This is an optimization exercise on Yosys and OpenROAD, whose aim is small area, a short achievable clock period and few clock cycles, not a production implementation. Only simulation tests tie the RTL to the original design; equivalence was not proved. Power and IR drop assume default switching activity.

## flow/design.v (module list and top-level ports; edited modules follow where they fit)
// module stoker_core: 915 lines
module stoker_core (
    input             clk,
    input             rst,
    output     [11:0] i_addr,
    input      [31:0] i_rdata,
    output            d_req,
    output            d_we,
    output     [12:0] d_addr,
    output     [3:0]  d_be,
    output     [31:0] d_wdata,
    input      [31:0] d_rdata,
    output reg        halted,
    output reg        except,
    output reg [1:0]  exc_class,
    output reg [2:0]  exc_sub,
    output     [13:0] exc_pc,
    output     [31:0] exc_insn,
    output reg [31:0] exc_addr
);
  // ...
==> flow/run.sh <==
#!/bin/bash
# synth_recipe.tcl (not shown) runs the flow's synth.tcl, then flattens the netlist and writes it again
# the make line also repeats each setting of config.mk as NAME=value (left out here)
make -C /OpenROAD-flow-scripts/flow DESIGN_CONFIG=/design/flow/config.mk WORK_HOME=/design/flow/orfs CLKGATE_MAP_FILE= SYNTH_SCRIPT=/design/flow/synth_recipe.tcl finish
==> flow/config.mk <==
export PLATFORM = sky130hd
export DESIGN_NAME = stoker_core
export DESIGN_NICKNAME = stoker_core
export VERILOG_FILES = /design/flow/design.v
export SDC_FILE = /design/flow/constraint.sdc
export NUM_CORES = 4
export LEC_CHECK = 0
export CAP_MARGIN = 20
export CORE_MARGIN = 2
export CORE_UTILIZATION = 30
export PLACE_DENSITY = 0.45
export SLEW_MARGIN = 20
==> flow/constraint.sdc <==
create_clock -name core_clock -period 24.0 [get_ports {clk}]
set_input_delay 4.8000 -clock core_clock [delete_from_list [all_inputs] [get_ports {clk}]]
set_output_delay 4.8000 -clock core_clock [all_outputs]
set_load 0.01 [all_outputs]
==> run notes, run 1 <==
layout cells sized above 1 under 10%; hold path startpoint exc_sub[1]; FF-to-FF Start e_vhi; power density over cell area roughly 84 mW/mm²; CP Buf/Inv Count 1; Adder-Cell Fraction of Synth Area under 10%; io pins around 210; WP data arrival 11.24 ns; cts hold-fix bufs 0; R2R cell count 29; CP endpoint kind register; most frequent cell after synthesis edfxtp_1; global-route wire length before repair between 500000 and 600000 µm; WHS Path Cells 2; post-synthesis mux area share 4.29%; CP Max Fanout 26; final net count around 8400; Largest regs rf (512), a0 (42), a1 (42); Sequential Power between 0.0015 and 0.002 W; Ant. Diodes 9; Hold Crit Endpoint exc_sub[1]; status no timing/DRC/antenna violations; post-synth top area share 31.0%; fin crit share about 44%; number of H-tree levels 3; Tap Count ~3200; minimum clock period between 10 and 15 ns; Levels on crit path 29; Die Y 495 µm; Die Wd just under 500 µm; number of flops mapped to enable cells by yosys 746; DP Worst Slack 13.75 ns; measured slew at the worst slew-check pin between 1 and 1.5 ns; Buffers excl. clock roughly 510; synthesis-stage register bit count roughly 980; final-report hold violation count 0
Testbench counts, summed over its fixed seeds: cycles 148,024.
==> inputs of run 2 (changes only) <==
--- a/flow/design.v
+++ b/flow/design.v
@@ -75,18 +75,20 @@
     reg [31:0]  ea, eb;
     reg [3:0]   e_rd;
     reg         e_wr;           
     reg         e_resadd, e_subop, e_loop, e_and, e_or, e_xor, e_sh, e_shl, e_sar;
     reg         e_mul, e_min, e_max, e_clz, e_movb, e_movhi, e_sat, e_mac, e_pset;
     reg         e_ld, e_st, e_halt, e_setnz, e_setcv, e_setc;
     reg         e_ill_op, e_ill_field, e_fexc;
     reg [1:0]   e_msz;          
+    reg [12:0]  e_maddr;        
     reg [1:0]   e_step;
-    reg         e_uhi, e_vhi, e_neg;    
+    reg [15:0]  mq_a, mq_b;     
+    reg         e_neg;          
     reg         ld_arr;         
     reg [3:0]   ld_rd;
     reg [1:0]   ld_size;
     reg [1:0]   ld_off;
     reg         ldr_v;
     reg [3:0]   ldr_rd;
     reg [31:0]  ldr;
     reg         sb_v;
@@ -112,22 +114,23 @@
     end
     wire [1:0]  e_pr   = e_ir[25:24];
     wire        e_pred = (e_pr == 2'd0) ? 1'b1 : p[e_pr];
     wire        e_go   = e_valid && e_pred && !halted;
     wire [3:0]  e_fn   = e_ir[11:8];
     wire        e_exc_pre = e_ill_op || e_ill_field || e_fexc;
     wire [31:0] ada   = ea | {32{e_loop}};
     wire [31:0] adb   = e_subop ? ~eb : eb;
-    wire [32:0] sum33 = {1'b0, ada} + {1'b0, adb} + {32'd0, e_subop};
+    wire [33:0] sum34 = {1'b0, ada, 1'b1} + {1'b0, adb, e_subop};    
+    wire [32:0] sum33 = sum34[33:1];
     wire        add_v = (ada[31] == adb[31]) && (sum33[31] != ada[31]);
     wire        lt    = sum33[31] ^ add_v;
     wire        mc_cm  = e_mac && (e_fn == 4'd4 || e_fn == 4'd5);
-    wire [15:0] mu     = e_uhi ? ea[31:16] : ea[15:0];
-    wire [15:0] mv     = e_vhi ? eb[31:16] : eb[15:0];
+    wire [15:0] mu     = mq_a;
+    wire [15:0] mv     = mq_b;
     wire [16:0] mq_u   = {e_mac & mu[15], mu};
     wire [16:0] mq_v   = {e_mac & mv[15], mv};
     wire        m_to1  = mc_cm ? e_step[1] : e_ir[20];
     wire [41:0] acc_in = (e_fn == 4'd2) ? 42'd0 : (m_to1 ? a1 : a0);
     wire [41:0] mx     = e_mul ? ((e_step == 2'd0) ? 42'd0 :
                                   (e_step == 2'd1) ? {25'd0, ea[31:16], 1'b0} :
                                                      {9'd0, ea[31:16], 17'd0})
                                : (acc_in ^ {42{e_neg}});
@@ -618,17 +621,17 @@
     wire        st_go  = e_go && e_st && !x_adr && !x_aln;
     wire [3:0]  st_be  = (e_msz == 2'd0) ? 4'b1111 :
                          (e_msz == 2'd1) ? (agu[1] ? 4'b1100 : 4'b0011) :
                                            (4'b0001 << agu[1:0]);
     wire [31:0] st_dat = (e_msz == 2'd0) ? eb :
                          (e_msz == 2'd1) ? {2{eb[15:0]}} : {4{eb[7:0]}};
     assign d_req   = sb_v || (e_go && e_ld);
     assign d_we    = sb_v;
-    assign d_addr  = sb_v ? sb_addr : agu[14:2];
+    assign d_addr  = sb_v ? sb_addr : e_maddr;
     assign d_be    = sb_be;
     assign d_wdata = sb_data;
     wire        e_multi = (e_mul || mc_cm) && e_step != 2'd3;
     wire        e_busy = e_go && !e_exc_pre && (e_multi || (e_ld && sb_v));
     wire        e_last = !e_multi;
     wire        e_we   = e_go && !e_exc_pre && e_last && e_wr;
     wire        e_stop = e_go && (e_exc_pre || x_mem || e_halt);
     assign exc_pc   = except ? {e_pc, 2'b00} : 14'd0;
@@ -688,17 +691,20 @@
     wire [3:0] idxc  = is_ret ? ra : rd;
     wire pend_c  = (e_valid && (e_wr || e_ld) && e_rd == idxc) ||
                    (ld_arr && ld_rd == idxc) || (ldr_v && ldr_rd == idxc);
     wire s_lduse = e_valid && e_ld && ((use_a && e_rd == ra) || (use_b && e_rd == idxb));
     wire s_flags = is_bcc && e_valid &&
                    ((rd == 4'd14) ? (e_mac || e_sat) : (rd != 4'd15 && e_setnz));
     wire s_pred  = is_ctrl && pr != 2'd0 && e_valid && e_pset && e_ir[23:22] == pr;
     wire s_cons  = (is_loop || is_ret) && pend_c;
-    wire d_stall = ir_v && (e_busy || s_lduse || (!ir_done && (s_flags || s_pred || s_cons)));
+    wire s_agu   = is_ld && (fwd_ea || fwd_la);
+    wire [31:0] lbase = fwd_ra ? ldr : rfa;
+    wire [14:0] lsum  = lbase[14:0] + imm16[14:0];
+    wire d_stall = ir_v && (e_busy || s_lduse || s_agu || (!ir_done && (s_flags || s_pred || s_cons)));
     wire d_adv   = ir_v && !d_stall;
     wire redirect = d_adv && !ir_done && d_pred && taken;
     wire d_setnz = alu_any || op == 6'h1E || op == 6'h1F;
     wire d_wrany = alu_any && op != 6'h0D && op != 6'h1D || op == 6'h10 || op == 6'h1E ||
                    op == 6'h1F || is_call || is_loop || is_ld;
     wire [3:0] d_rdw = is_call ? 4'd15 : rd;
     wire        arr_ok = f_pc == nxt;
     wire [5:0]  iop    = i_rdata[31:26];
@@ -838,27 +844,27 @@
                             endcase
                         end
                     end
                 end
                 if (e_busy) begin
                     if (e_multi) begin
                         e_step <= e_step + 2'd1;
                         if (e_mul) begin
-                            e_uhi <= 1'b0;
-                            e_vhi <= e_step == 2'd0;
+                            mq_a <= ea[15:0];
+                            mq_b <= (e_step == 2'd0) ? eb[31:16] : eb[15:0];
                             if (e_step == 2'd2) ea <= my[32:1];
                             else ea[31:16] <= my[16:1];
                         end else if (e_fn == 4'd4) begin
-                            e_uhi <= e_step != 2'd1;
-                            e_vhi <= e_step != 2'd2;
+                            mq_a <= (e_step != 2'd1) ? ea[31:16] : ea[15:0];
+                            mq_b <= (e_step != 2'd2) ? eb[31:16] : eb[15:0];
                             e_neg <= e_step == 2'd0;
                         end else begin
-                            e_uhi <= e_step != 2'd2;
-                            e_vhi <= e_step != 2'd1;
+                            mq_a <= (e_step != 2'd2) ? ea[31:16] : ea[15:0];
+                            mq_b <= (e_step != 2'd1) ? eb[31:16] : eb[15:0];
                             e_neg <= e_step == 2'd2;
                         end
                     end
                 end else if (!e_stop) begin
                     e_step <= 2'd0;
                     e_valid <= d_adv;
                     e_ir <= ir;
                     e_pc <= ir_pc;
@@ -882,27 +888,28 @@
                     e_clz    <= op == 6'h0C;
                     e_movb   <= op == 6'h1E || is_call;
                     e_movhi  <= is_movhi;
                     e_sat    <= op == 6'h10;
                     e_mac    <= op == 6'h0F;
                     e_pset   <= op == 6'h0E;
                     e_ld     <= is_ld;
                     e_st     <= is_st;
+                    e_maddr  <= lsum[14:2];
                     e_msz    <= (op == 6'h20 || op == 6'h23) ? 2'd0 :
                                 (op == 6'h21 || op == 6'h24) ? 2'd1 : 2'd2;
                     e_halt   <= op == 6'h2E;
                     e_setnz  <= alu_any || op == 6'h1E || op == 6'h1F;
                     e_setcv  <= alu_any && (aop == 4'h1 || aop == 4'h2 || aop == 4'hD);
                     e_setc   <= alu_any && (aop == 4'h6 || aop == 4'h7 || aop == 4'h8);
                     e_ill_op <= ill_op;
                     e_ill_field <= ill_field;
                     e_fexc   <= (ir_done ? ir_tk : (d_pred && taken)) && bfar && !is_ret;
-                    e_uhi    <= op == 6'h09 || fn == 4'd3;
-                    e_vhi    <= op != 6'h09 && fn == 4'd3;
+                    mq_a     <= (op == 6'h09 || fn == 4'd3) ? opa[31:16] : opa[15:0];
+                    mq_b     <= (op != 6'h09 && fn == 4'd3) ? opb[31:16] : opb[15:0];
                     e_neg    <= op != 6'h09 && fn == 4'd1;
                 end
                 f_pc <= pc_f;
                 pc_f <= i_take ? itgt : pc_other;
                 nxt  <= redirect ? btgt : i_take ? itgt : accept ? nxt + 12'd1 : nxt;
                 if (accept) begin
                     ir <= i_rdata; ir_pc <= f_pc;
                     ir_done <= a_done; ir_tk <= a_tk;
==> flow/flow/run.sh (new file) <==
#!/bin/bash
# The standard layout, with the timing repair aiming for more setup slack
# than the 24 ns clock needs, so that the achieved period shrinks.
set -euo pipefail
bash standard.sh SETUP_SLACK_MARGIN=17 finish > standard_flow.log 2>&1
==> flow/standard.sh (new file) <==
#!/bin/bash
# synth_recipe.tcl (not shown) runs the flow's synth.tcl, then flattens the netlist and writes it again
# the make line also repeats each setting of config.mk as NAME=value (left out here)
make -C /OpenROAD-flow-scripts/flow DESIGN_CONFIG=/design/flow/config.mk WORK_HOME=/design/flow/orfs CLKGATE_MAP_FILE= SYNTH_SCRIPT=/design/flow/synth_recipe.tcl "${@:-finish}"
removed: flow/run.sh
==> run notes, run 2 <==
status no timing/DRC/antenna violations; Post-Syn Instances a little over 8000; Die Wd 504 µm (+1.8%); Reg with most FFs rf; most frequent cell after synthesis edfxtp_1; Fill cells roughly 25000; Worst-path clk slew approximately 0.06 ns; most common cell after layout, fill and taps aside edfxtp_1; Pleak between 30 and 40 nW; GR peak layer met2; minimum clock period 7.23 ns (-3.34 ns); most frequent cells in the layout edfxtp_1, nand2_1, a21oi_1; Crit path largest cell delay a little over 0.4 ns; core area roughly 0.25 mm²; cell area after layout roughly 0.09 mm²; Slew HR 13.0%; CTS buffer count between 100 and 150; cell taking the most area after synthesis edfxtp_1; TritonRoute pass-1 iters 7; maximum clock rate about 140 MHz; measured slew at the worst slew-check pin 1.30 ns (+0.0541 ns); number of flops mapped to enable cells by yosys 789 (+5.8%); max-slew violation count 0; later-pin clock latency in the skew report 0.87 ns; Largest regs rf (512), a0 (42), a1 (42); post-synthesis cell area 0.0750 mm²; Post-DP Area between 0.08 and 0.09 mm²; crit path cell chain inv_2 -> ha_4 -> nor3b_4 -> o31a_1 -> a21o_1 -> buf_2; drt wl/cell 35.7 µm; global-route wire length before repair 574000 µm (+3.8%); Final HPWL DP roughly 290000 µm; final-report hold violation count 0 (unchanged); Max stage delay cell, worst path edfxtp_1; WP data arrival 2.43 ns (-8.81 ns); worst vdd ir ~0.15 mV; DRT iter0 DRCs 10604; Largest register FFs roughly 510; CP endpoint kind primary output; DR vias 74016; full die area ~0.25 mm²; final net count 8770 (+4.2%); antenna violations before repair 25; io pins 214 (unchanged); initial core utilization slightly above 30%; drt drc 0; total track usage about a third; area growth from synthesis to layout 19.8%; Die Y 504 µm (+1.8%); Worst Skew between 0.08 and 0.09 ns; Main synth FF type edfxtp_1; fin crit share 30.1% (-14 points); TritonCTS Sinks approximately 1000; clock tree root buffer cell clkbuf_16; post-synthesis async set-or-reset flop share 0%; met3 usage approximately 7.1%; Final ANT Viol Nets 0; maxcap violations 0; synthesized area per cell a little over 9 µm²; GP Congestion just under 1; port bufs 210; Rows 183; number of global-route vias before repair about 70000; top cells by area, synth edfxtp_1, dfxtp_1, a22oi_1, ha_1, a21oi_1; CTS tree built; met2 Use GR 49.6%; layout cells sized above 1 14.8% (+5.1 points); Netlist cell types 121; GR Util met1 between 30% and 40%; cts hold-fix bufs 0 (unchanged); RSZ-0062 raised after global routing yes; largest net degree at the start of global routing 77; top cells by count, synth edfxtp_1, nand2_1, a21oi_1, clkbuf_1, nor2_1; post-synth top area share 31.6% (+0.61 points); CP Max Fanout 3 (-88%); hold crit path type register to register; grt total ovfl 0; CP Launch Type register; setup_tns 0 ns; Setup CP Type register to primary output; power density over cell area 78.1 mW/mm² (-6.9%); WL final around 420000 µm; storage element area 0.0284 mm²; post-synthesis sequential area ratio between 30% and 40%; multi-input logic area roughly 0.045 mm²; setup violators final 0; Critical Path RT roughly 19 ns; yosys warns 2; synthesis-stage register bit count 1026 (+4.4%); CTS max path bufs 3; number of H-tree levels 4 (+1); vias per cell 6.30
-- run 2: through the flow --
stage	hold slack (ns)	utilization [%]	cells	total power [W]	setup slack [ns]
finish	0.464	36.1	11743	0.00702	16.77
global route	0.484	36.1	11731	0.00724	16.72
CTS	0.460	35.5	11674	0.00659	16.72
detailed placement	0.452	32.8	11344	0.00430	14.77
global placement	0.448	32.8	11343	0.00430	14.79
floorplan	0.371	-	8135	0.00339	16.39
-- run 2: report_power, final --
part	internal (W)	switching (W)	leakage (nW)
Combinational	0.00111	0.00185	20.3
Clock	0.00119	0.000927	2.15
Sequential	0.00192	0.0000195	9.27
Total	0.00422	0.00280	31.7
-- run 2: per-layer routing --
layer,vias up,part of all wire [%]
li1,30937,-
met1,36584,38
met2,5043,44
met3,1434,9.5
met4,18,8.4
met5,-,0.043
-- run 2: what timing repair did --
item | CTS | global route
setup buffers | 74 | 50
resized for setup | 312 | 230
gates cloned | 16 | 4
pin swaps | 69 | 120
setup endpoints to repair | 950 | 407
-- run 2: cell type report --
| cell class | count | share of cell area (%) |
|---|---|---|
| clock inverter | 82 | 1.23 |
| tap | 3330 | 4.64 |
| timing repair buffer | 669 | 7.26 |
| inverter | 292 | 1.22 |
| sequential | 1026 | 31.7 |
| clock buffer | 158 | 3.78 |
| antenna | 13 | 0.0362 |
| multi-input combinational | 6173 | 50.2 |
-- run 2: worst max-delay path: cells and delay by family, from the launching register on --
kind            cells  cell delay [ns]
fa+ha+maj           1             0.21
compound gates      2             0.55
simple gates        1             0.15
flops               1             0.41
buf+inv             2             0.27
-- run 2: kinds of logic after synthesis --
| family | share of synthesized area [%] |
|---|---|
| xor+xnor | 5.80 |
| simple gates | 16.0 |
| compound gates | 22.7 |
| flops | 37.9 |
| mux | 4.36 |
| other cells | 0.0100 |
| fa+ha+maj | 8.26 |
| buf+inv | 4.99 |
-- run 2: path summary, 6_finish.rpt --
check	startpoint	endpoint	slack (ns)	depth (start not counted)
setup / recovery	e_ir[24]	d_req	16.77	6
setup reg to reg	e_loop	fl_z	16.91	31
hold reg to reg	exc_addr[17]	exc_addr[17]	0.46	2
hold / removal	exc_addr[17]	exc_addr[17]	0.46	2
Testbench counts of run 2, summed over its fixed seeds: cycles 148,028.

## separate check: timing with driven ports
The flow's constraints put no driver on any port. The routed layouts listed below were extracted and timed again, unchanged, in two steps. Step 1, drivers: a clkbuf_16 drives clk and a buf_2 each remaining input, both assumed. Step 2 also shifts input and output timing later by t, the mid clock arrival at the registers, as if the neighbouring blocks saw the same clock. Slacks: ideal / step 1 / step 2; pairs: ideal / step 1.
| run | t, ns | setup WS [ns] | worst data-port slew with drivers (ns) | cell pins on the clock port's net |
|---|---|---|---|---|
| run 1 | 0.886 | 13.433 / 13.433 / 13.433 | 0.07 | 1 |
| run 2 | 0.924 | 16.773 / 16.676 / 15.949 | 0.08 | 1 |
After both steps setup and hold are still met in every run listed. For run 2, which loses most, drivers alone change the setup slack by -0.097 ns; drivers and shift together by -0.824 ns.
